Context: an optimization exercise on an open-source flow, tuned for small area, a short achievable clock period and few clock cycles per item. The choices shown serve that exercise and are no tape-out recipe.
Only simulation tests tie the RTL to the original design; equivalence was not proved.

Setup of v20:
// de_sha2_core
module de_sha2_core (
    input  wire         clk,
    input  wire         rst,           
    input  wire         in_valid,
    output wire         in_ready,
    input  wire [31:0]  in_data,
    input  wire         in_last,       
    input  wire         in_mode,       
    output wire         out_valid,
    input  wire         out_ready,
    output wire [255:0] out_digest
);
    reg  [31:0]  w [0:15];         
    reg  [31:0]  a, b, c, d, e, f, g, hh;
    reg  [31:0]  h0, h1, h2, h3, h4, h5, h6, h7;    
    reg  [1:0]   q;                
    reg          run;              
    reg  [5:0]   t;                
    reg          fin_pend;         
    reg          op_fin;           
    reg          op_ivl;           
    reg          ah_ready;         
    reg  [4:0]   wj;               
    reg  [3:0]   gap;              
    reg          open;             
    reg          nxt_first, nxt_last, nxt_mode;    
    reg          cur_first, cur_last, cur_mode;    
    reg          ov;               
    reg          dig_mode;         
    integer i;
    reg [31:0] k_t;       
    always @(*) begin
        case (t)
            6'd0:  k_t = 32'h428a2f98; 6'd1:  k_t = 32'h71374491;
            6'd2:  k_t = 32'hb5c0fbcf; 6'd3:  k_t = 32'he9b5dba5;
  ...
For scale: roughly 48000 um^2 of cells after synthesis.
export LEC_CHECK = 0
export CAP_MARGIN = 20
export CORE_MARGIN = 2
export CORE_UTILIZATION = 40
export SLEW_MARGIN = 20
create_clock -name core_clock -period 10.0 [get_ports {clk}]
run.sh (not shown) runs the stock make flow with config.mk's settings and CLKGATE_MAP_FILE= SYNTH_SCRIPT=/design/flow/synth_recipe.tcl, a recipe that flattens the netlist after the stock synthesis.
Testbench counts of v20, summed over its fixed seeds: cycles 64,872, blocks 952.
Setup changes, v20 to v15
--- a/flow/design.v
+++ b/flow/design.v
@@ -80,28 +80,55 @@
             3'b000: iv_e = 32'h5be0cd19; 3'b001: iv_e = 32'h1f83d9ab;
             3'b010: iv_e = 32'h9b05688c; 3'b011: iv_e = 32'h510e527f;
             3'b100: iv_e = 32'hbefa4fa4; 3'b101: iv_e = 32'h64f98fa7;
             3'b110: iv_e = 32'h68581511; default: iv_e = 32'hffc00b31;
         endcase
     endfunction
+    function [31:0] fa_s;
+        input [31:0] x, y, z;
+        fa_s = x ^ y ^ z;
+    endfunction
+    function [31:0] fa_c;
+        input [31:0] x, y, z;
+        fa_c = {((x[30:0] & y[30:0]) | (x[30:0] & z[30:0]) | (y[30:0] & z[30:0])), 1'b0};
+    endfunction
     wire [31:0] big_s0 = {a[1:0], a[31:2]} ^ {a[12:0], a[31:13]} ^ {a[21:0], a[31:22]};
     wire [31:0] big_s1 = {e[5:0], e[31:6]} ^ {e[10:0], e[31:11]} ^ {e[24:0], e[31:25]};
     wire [31:0] ch     = (e & f) ^ (~e & g);
     wire [31:0] maj    = (a & b) ^ (a & c) ^ (b & c);
-    wire [31:0] t1     = hh + big_s1 + ch + k_t + w[0];
-    wire [31:0] t2     = big_s0 + maj;
+    wire [31:0] z_s  = fa_s(hh, k_t, w[0]);
+    wire [31:0] z_c  = fa_c(hh, k_t, w[0]);
+    wire [31:0] m_s  = fa_s(big_s1, ch, z_s);
+    wire [31:0] m_c  = fa_c(big_s1, ch, z_s);
+    wire [31:0] n_s  = fa_s(big_s0, maj, z_c);
+    wire [31:0] n_c  = fa_c(big_s0, maj, z_c);
+    wire [31:0] a1_s = fa_s(m_s, m_c, n_s);
+    wire [31:0] a1_c = fa_c(m_s, m_c, n_s);
+    wire [31:0] pa   = fa_s(a1_s, a1_c, n_c);
+    wire [31:0] qa   = fa_c(a1_s, a1_c, n_c);
+    wire [31:0] e1_s = fa_s(m_s, m_c, z_c);
+    wire [31:0] e1_c = fa_c(m_s, m_c, z_c);
+    wire [31:0] pe   = fa_s(e1_s, e1_c, d);
+    wire [31:0] qe   = fa_c(e1_s, e1_c, d);
     wire [31:0] w1  = w[1];
     wire [31:0] w14 = w[14];
     wire [31:0] sm_s0 = {w1[6:0], w1[31:7]} ^ {w1[17:0], w1[31:18]} ^ {3'b000, w1[31:3]};
     wire [31:0] sm_s1 = {w14[16:0], w14[31:17]} ^ {w14[18:0], w14[31:19]} ^ {10'b0, w14[31:10]};
-    wire [31:0] w_next = sm_s1 + w[9] + sm_s0 + w[0];
-    wire [31:0] xa   = op_fin ? (cur_first ? iv_a(cur_mode, q) : h3) : 32'h0;
-    wire [31:0] xe   = op_fin ? (cur_first ? iv_e(cur_mode, q) : h7) : 32'h0;
-    wire [31:0] sum_a = xa + d;
-    wire [31:0] sum_e = xe + hh;
-    wire win_free = !run || (t >= 6'd52);
+    wire [31:0] u_s  = fa_s(sm_s0, w[9], w[0]);
+    wire [31:0] u_c  = fa_c(sm_s0, w[9], w[0]);
+    wire [31:0] w_next = fa_s(u_s, u_c, sm_s1) + fa_c(u_s, u_c, sm_s1);
+    wire        sel_h  = op_fin && !cur_first;
+    wire        sel_iv = (op_fin && cur_first) || op_ivl;
+    wire        iv_m   = op_ivl ? nxt_mode : cur_mode;
+    wire [31:0] xa = sel_h ? h3 : (sel_iv ? iv_a(iv_m, q) : 32'h0);
+    wire [31:0] xe = sel_h ? h7 : (sel_iv ? iv_e(iv_m, q) : 32'h0);
+    wire [31:0] ya = op_ivl ? 32'h0 : d;
+    wire [31:0] ye = op_ivl ? 32'h0 : hh;
+    wire [31:0] sum_a = (run ? pa : xa) + (run ? qa : ya);
+    wire [31:0] sum_e = (run ? pe : xe) + (run ? qe : ye);
+    wire win_free = !run || (t >= 6'd56) || (open && t >= 6'd52);
     assign in_ready  = (wj == 5'd0) ? (q == 2'd0 && win_free)
                                     : (wj != 5'd16 && gap == 4'd0);
     assign out_valid = ov;
     assign out_digest = {h0, h1, h2, h3, h4, h5, h6, dig_mode ? 32'h0 : h7};
     wire accept   = in_valid && in_ready;
     wire last_rnd = run && (t == 6'd63);
@@ -112,14 +139,13 @@
     wire [4:0] wj_n = accept ? wj + 5'd1 : wj;
     wire gap_n0     = accept || (gap == 4'd15);
     wire go         = (wj_n == 5'd16) && gap_n0 && ah_ready_n && !fin_pend_n && !run_n;
     wire ov_n       = (ov && !out_ready) || (op_fin && win_end && cur_last);
     wire fin_next   = fin_pend_n && !ov_n;
     wire ah_free_n  = !run_n && !fin_pend_n && !go;
-    wire ivl_next   = nxt_first && (wj != 5'd0) && !ah_ready_n && !go &&
-                      (ah_free_n || (fin_next && cur_last));
+    wire ivl_next   = nxt_first && (wj != 5'd0) && !ah_ready_n && ah_free_n;
     always @(posedge clk) begin
         if (rst) begin
             q        <= 2'd0;
             run      <= 1'b0;
             t        <= 6'd0;
             fin_pend <= 1'b0;
@@ -186,22 +212,14 @@
         else if (run && t < 6'd48)
             w[15] <= w_next;
         else
             w[15] <= w[0];
         hh <= g;  g <= f;  f <= e;
         d  <= c;  c <= b;  b <= a;
-        if (run) begin
-            a <= t1 + t2;
-            e <= d + t1;
-        end else if (op_ivl) begin
-            a <= iv_a(nxt_mode, q);
-            e <= iv_e(nxt_mode, q);
-        end else begin
-            a <= sum_a;
-            e <= sum_e;
-        end
+        a <= sum_a;
+        e <= sum_e;
         if (op_fin) begin
             h0 <= sum_a;  h1 <= h0;  h2 <= h1;  h3 <= h2;
             h4 <= sum_e;  h5 <= h4;  h6 <= h5;  h7 <= h6;
         end
     end
 endmodule
Findings:
- v15 | status: complete | timing, DRC, antenna: pass
- Comparing v20 with v15, the proportion of synthesized area in mux cells came out essentially unchanged.
- v15: post-synthesis adder-cell area fraction 1.8 points above v20
- NOTE routed wire length v20->v15 decreased by a few percent
- [compare] base=v20 new=v15: area of the die moved down; worst setup slack increased 0.65 ns.
- Run comparison: v20 peak-usage layer in the global routing report met1; v15 peak-usage layer in the global routing report met2
Testbench counts of v15, summed over its fixed seeds: cycles 66,376, blocks 952.

---

main:
de_sha2_core, a different RTL version from the one above (not shown whole).
Size: about 3900 cells after synthesis, ~1100 flip-flops, roughly 0.045 mm^2 of cells after synthesis.
export LEC_CHECK = 0
export ABC_AREA = 1
export CAP_MARGIN = 20
export CORE_MARGIN = 2
export CORE_UTILIZATION = 60
export CTS_BUF_LIST = sky130_fd_sc_hd__clkbuf_16
export CTS_CLUSTER_DIAMETER = 70
export CTS_CLUSTER_SIZE = 28
export PLACE_DENSITY = 0.72
export SETUP_SLACK_MARGIN = 5.0
export SLEW_MARGIN = 20
export SYNTH_HIERARCHICAL = 1
export SYNTH_MINIMUM_KEEP_SIZE = 0
create_clock -name core_clock -period 10.0 [get_ports {clk}]
standard.sh (not shown) runs the stock make flow with config.mk's settings and CLKGATE_MAP_FILE= SYNTH_SCRIPT=/design/flow/synth_recipe.tcl, a recipe that flattens the netlist after the stock synthesis.
==> flow/flow/run.sh <==
#!/bin/bash
# Layout flow: the standard ORFS layout (standard.sh, unchanged synthesis,
# floorplan, power grid, placement, CTS and routing) with two settings passed
# to ORFS through its own environment variables:
#  - the port buffers that ORFS inserts on every input and output use
#    sky130_fd_sc_hd__buf_1 instead of the cell buffer_ports picks by default;
#  - clock tree synthesis runs with the same options as the standard flow
#    (sink clustering, clock net repair, clkbuf_16, clusters of at most 28
#    sinks within 70 um) but without dummy loads.
# Every tool's output goes to standard.log here; ORFS also keeps its per-step
# logs under orfs/logs.
set -euo pipefail
cd "$(dirname "$0")/.."
export BUFFER_PORTS_ARGS="-buffer_cell sky130_fd_sc_hd__buf_1"
export CTS_ARGS="-sink_clustering_enable -repair_clock_nets -sink_clustering_size 28 -sink_clustering_max_diameter 70 -buf_list sky130_fd_sc_hd__clkbuf_16 -dont_use_dummy_load"
bash standard.sh > standard.log 2>&1
Testbench counts of main, summed over its fixed seeds: cycles 66,376, blocks 952.
The following lists how the feature branch was set up differently from main:
--- a/flow/design.v
+++ b/flow/design.v
@@ -85,17 +85,17 @@
             3'b110: iv_e = 32'h68581511; default: iv_e = 32'hffc00b31;
         endcase
     endfunction
     wire [31:0] big_s0 = {a[1:0], a[31:2]} ^ {a[12:0], a[31:13]} ^ {a[21:0], a[31:22]};
     wire [31:0] big_s1 = {e[5:0], e[31:6]} ^ {e[10:0], e[31:11]} ^ {e[24:0], e[31:25]};
     wire [31:0] ch     = (e & f) ^ (~e & g);
     wire [31:0] maj    = (a & b) ^ (a & c) ^ (b & c);
     wire [31:0] m_s, m_c;
-    csa32 u_m_s (.x(big_s1), .y(ch), .z(zs), .s(m_s), .c(m_c));
+    csa32 u_m_s (.x(ch), .y(big_s1), .z(zs), .s(m_s), .c(m_c));
     wire [31:0] n_s, n_c;
     csa32 u_n_s (.x(big_s0), .y(maj), .z(zc), .s(n_s), .c(n_c));
     wire [31:0] a1_s, a1_c;
     csa32 u_a1_s (.x(m_s), .y(m_c), .z(n_s), .s(a1_s), .c(a1_c));
     wire [31:0] pa, qa;
     csa32 u_pa (.x(a1_s), .y(a1_c), .z(n_c), .s(pa), .c(qa));
     wire [31:0] e1_s, e1_c;
     csa32 u_e1_s (.x(m_s), .y(m_c), .z(zc), .s(e1_s), .c(e1_c));
Results
main → the feature branch: estimated wirelength of the detail-placed design picked up an extra 1300 um.
The feature branch vs main: detailed-route wire length per cell up in the feature branch
Compared with main, in the feature branch global-route usage went up; share of the cycle needed by the critical path after routing did not really move; hold slack fell 0.012 ns; proportion of cell area occupied by multi-input gates flat.
Any difference in post-route cell area between main and the feature branch is small enough to ignore.
The feature branch ended with more final critical-path required period than main.
Pin count of the biggest net entering global routing, the feature branch and main: smaller value in main
The non-clock buffer total of the final layout of the feature branch is higher than that of main.
Testbench counts of the feature branch, summed over its fixed seeds: cycles 66,376, blocks 952.

static timing again, ports no longer ideal:
How much do the figures lean on ideal ports? The routed layouts below were timed once more, with nothing changed but the port constraints. Step 1 assumes that a clkbuf_16 drives the clock port and a buf_2 every other input. Step 2 times the ports against the registers' clock, not the clock port: input delays grow and output delays shrink by t, the midpoint of the rising clock arrivals with the driver on. Three values: no drivers, after step 1, after step 2; two values: the first two.
| run | shift t [ns] | slack for setup (ns) | worst setup path at the end | cell pins on the clock port's net |
|---|---|---|---|---|
| v20 | 0.781 | 2.235 / 2.235 / 2.235 | register to register | 1 |
| v15 | 0.779 | 2.882 / 2.882 / 2.882 | register to register | 1 |
| main | 0.694 | 5.067 / 5.067 / 5.067 | register to register | 1 |
| the feature branch | 0.693 | 5.063 / 5.063 / 5.063 | register to register | 1 |
After both steps every run listed still meets setup and hold.
